From an optimization exercise on the open Yosys and OpenROAD flow, aimed at small area, a short achievable clock period and few clock cycles per item; shortcuts taken in it are not production practice. At most, simulation tests tie the RTL to the original design; equivalence was not proved.

## ckv_crc
module ckv_crc (
    input  wire        clk,
    input  wire        rst,
    input  wire        in_valid,
    output wire        in_ready,
    input  wire [1:0]  in_op,
    input  wire [1:0]  in_algo,
    input  wire [2:0]  in_len,
    input  wire [63:0] in_data,
    output wire        busy,
    output wire [63:0] value,
    output wire [63:0] result
);
For scale: roughly 3200 cells after synthesis, ~180 flip-flops.
Settings: LEC_CHECK=0, CAP_MARGIN=20, CORE_MARGIN=2, CORE_UTILIZATION=25, GPL_ROUTABILITY_DRIVEN=1, PLACE_DENSITY=0.5, SLEW_MARGIN=20; clock period 5.0 ns.
run.sh (not shown) runs the stock make flow with config.mk's settings and CLKGATE_MAP_FILE= SYNTH_SCRIPT=/design/flow/synth_recipe.tcl, a recipe that flattens the netlist after the stock synthesis.
The starting point ran to the end with violations: negative setup slack.
==> next run, changes <==
Settings changed: CORE_UTILIZATION 25 to 55, PLACE_DENSITY 0.5 to 0.7.
Now the flow never finished: it broke off in 5_1_grt.
Synthesized cell count does not change.
Synthesized area does not change.
No run of this note included a check of the RTL's function; only the layout flow was run.


ckv_crc, a different RTL version from the one above (not shown whole).
For scale: ~170 flip-flops, roughly 0.033 mm² of cells after synthesis.
export LEC_CHECK = 0
export CAP_MARGIN = 20
export CORE_MARGIN = 2
export CORE_UTILIZATION = 30
export GPL_ROUTABILITY_DRIVEN = 1
export PLACE_DENSITY = 0.5
export SETUP_SLACK_MARGIN = 1.0
export SLEW_MARGIN = 20
create_clock -name core_clock -period 5.0 [get_ports {clk}]
The first run completed without violations.
Testbench counts at the start, summed over its fixed seeds: cycles 13,400, bytes 102,258.
Next try:
==> flow/flow/run.sh (new file) <==
#!/bin/bash
# The standard layout (the standard.sh) with two changes to its settings:
# - the three-input XOR/XNOR cells are kept out of synthesis and repair: ABC's
#   choice of them makes the CRC xor network larger and slower than two-input
#   cells do;
# - the port buffers that placement inserts on every input and output are
#   plain buf_1 cells rather than the delay buffers it picks by default.
# Everything else (synthesis script, floorplan, power grid, placement, CTS,
# routing) is standard.sh's. make's full output goes to standard_flow.log.
set -euo pipefail
cat >> config.mk <<'EOT'
export DONT_USE_CELLS = sky130_fd_sc_hd__xor3_1 sky130_fd_sc_hd__xor3_2 sky130_fd_sc_hd__xor3_4 sky130_fd_sc_hd__xnor3_1 sky130_fd_sc_hd__xnor3_2 sky130_fd_sc_hd__xnor3_4
export BUFFER_PORTS_ARGS = -buffer_cell sky130_fd_sc_hd__buf_1
EOT
bash standard.sh finish > standard_flow.log 2>&1
==> flow/standard.sh (new file) <==
#!/bin/bash
# synth_recipe.tcl (not shown) runs the flow's synth.tcl, then flattens the netlist and writes it again
# the make line also repeats each setting of config.mk as NAME=value (left out here)
make -C /OpenROAD-flow-scripts/flow DESIGN_CONFIG=/design/flow/config.mk WORK_HOME=/design/flow/orfs CLKGATE_MAP_FILE= SYNTH_SCRIPT=/design/flow/synth_recipe.tcl "${@:-finish}"
Settings changed: BUFFER_PORTS_ARGS set to -buffer_cell sky130_fd_sc_hd__buf_1, CORE_UTILIZATION 30 to 28, CTS_CLUSTER_DIAMETER set to 60, CTS_CLUSTER_SIZE set to 10, DONT_USE_CELLS set to sky130_fd_sc_hd__xor3_1 sky130_fd_sc_hd__xor3_2 sky130_fd_sc_hd__xor3_4 sky130_fd_sc_hd__xnor3_1 sky130_fd_sc_hd__xnor3_2 sky130_fd_sc_hd__xnor3_4, PLACE_DENSITY 0.5 to 0.45.
removed: flow/run.sh
What happened: The changed run finished with timing, DRC and antenna clean; wire length decreases by about 9%; die area decreases by 2.3%; cell area decreases by 8.8%; maximum frequency increases by 3.3%; via count decreases by about 2.5%; synthesized area decreases by 8.9%; register-to-register slack improves by 0.14 ns; clock skew decreases by 0.0066 ns; worst setup slack improves by 0.14 ns.


ckv_crc, a different RTL version from the one above (not shown whole).
Size in the first run: roughly 3500 cells after synthesis, about 200 I/O pins.
clock: 5.0 ns
lec_check: 0
cap_margin: 10
core_margin: 2
core_utilization: 28
cts_cluster_diameter: 60
cts_cluster_size: 10
gpl_routability_driven: 1
place_density: 0.45
setup_slack_margin: 1.3
slew_margin: 10
dont_use_cells: sky130_fd_sc_hd__xor3_1 sky130_fd_sc_hd__xor3_2 sky130_fd_sc_hd__xor3_4 sky130_fd_sc_hd__xnor3_1 sky130_fd_sc_hd__xnor3_2 sky130_fd_sc_hd__xnor3_4
buffer_ports_args: -buffer_cell sky130_fd_sc_hd__buf_1
standard.sh (not shown) runs the stock make flow with config.mk's settings and CLKGATE_MAP_FILE= SYNTH_SCRIPT=/design/flow/synth_recipe.tcl, a recipe that flattens the netlist after the stock synthesis.
==> flow/flow/run.sh <==
#!/bin/bash
# The standard layout (the standard.sh) with two changes to its settings:
# - the three-input XOR/XNOR cells are kept out of synthesis and repair: ABC's
#   choice of them makes the CRC xor network larger and slower than two-input
#   cells do;
# - the port buffers that placement inserts on every input and output are
#   plain buf_1 cells rather than the delay buffers it picks by default.
# Everything else (synthesis script, floorplan, power grid, placement, CTS,
# routing) is standard.sh's. make's full output goes to standard_flow.log.
set -euo pipefail
cat >> config.mk <<'EOT'
export DONT_USE_CELLS = sky130_fd_sc_hd__xor3_1 sky130_fd_sc_hd__xor3_2 sky130_fd_sc_hd__xor3_4 sky130_fd_sc_hd__xnor3_1 sky130_fd_sc_hd__xnor3_2 sky130_fd_sc_hd__xnor3_4
export BUFFER_PORTS_ARGS = -buffer_cell sky130_fd_sc_hd__buf_1
EOT
bash standard.sh finish > standard_flow.log 2>&1
The first run went through all stages and came out clean.
Testbench counts at the start, summed over its fixed seeds: cycles 13,400, bytes 102,258.
Next try:
Settings changed: SETUP_SLACK_MARGIN 1.3 to 1.5, TNS_END_PERCENT from default to 10.
=> The changed run completed without violations; final area rises by about 2.3%; count of clock-buffer cells in the layout is unchanged; synthesized cell count does not change; fmax is higher by about 3.3%; wire length barely changes; setup slack improved by 0.12 ns; via count is higher by about 1%; non-clock buffer count climbs by 51.

## what the ideal ports hide
In the flow no input, the clock included, has a driving cell. The finished layouts below were timed again as built, in two steps.
Step 1: set_driving_cell puts a clkbuf_16 on clk and a buf_2 on each other input, an assumption about the parent block.
Step 2 times the ports against the registers' clock, not the clock port: input delays grow and output delays shrink by t, the midpoint of the rising clock arrivals with the driver on.
Three values: ideal, step 1, step 2; two values: the first two.
run | shift t [ns] | setup WS [ns] | hold slack, ns
the first run of note 1 | 0.564 | -0.152 / -0.152 / -0.152 | 0.570 / 0.570 / 0.570
the first run of note 2 | 0.635 | 0.689 / 0.689 / 0.689 | 0.535 / 0.535 / 0.535
the second run of note 2 | 0.627 | 0.828 / 0.828 / 0.828 | 0.563 / 0.563 / 0.563
the first run of note 3 | 0.622 | 1.156 / 1.156 / 0.938 | 0.554 / 0.554 / 0.554
the second run of note 3 | 0.608 | 1.279 / 1.211 / 0.979 | 0.576 / 0.576 / 0.576
For the second run of note 3, which loses most, drivers alone change the setup slack by -0.068 ns; drivers and shift together by -0.300 ns.
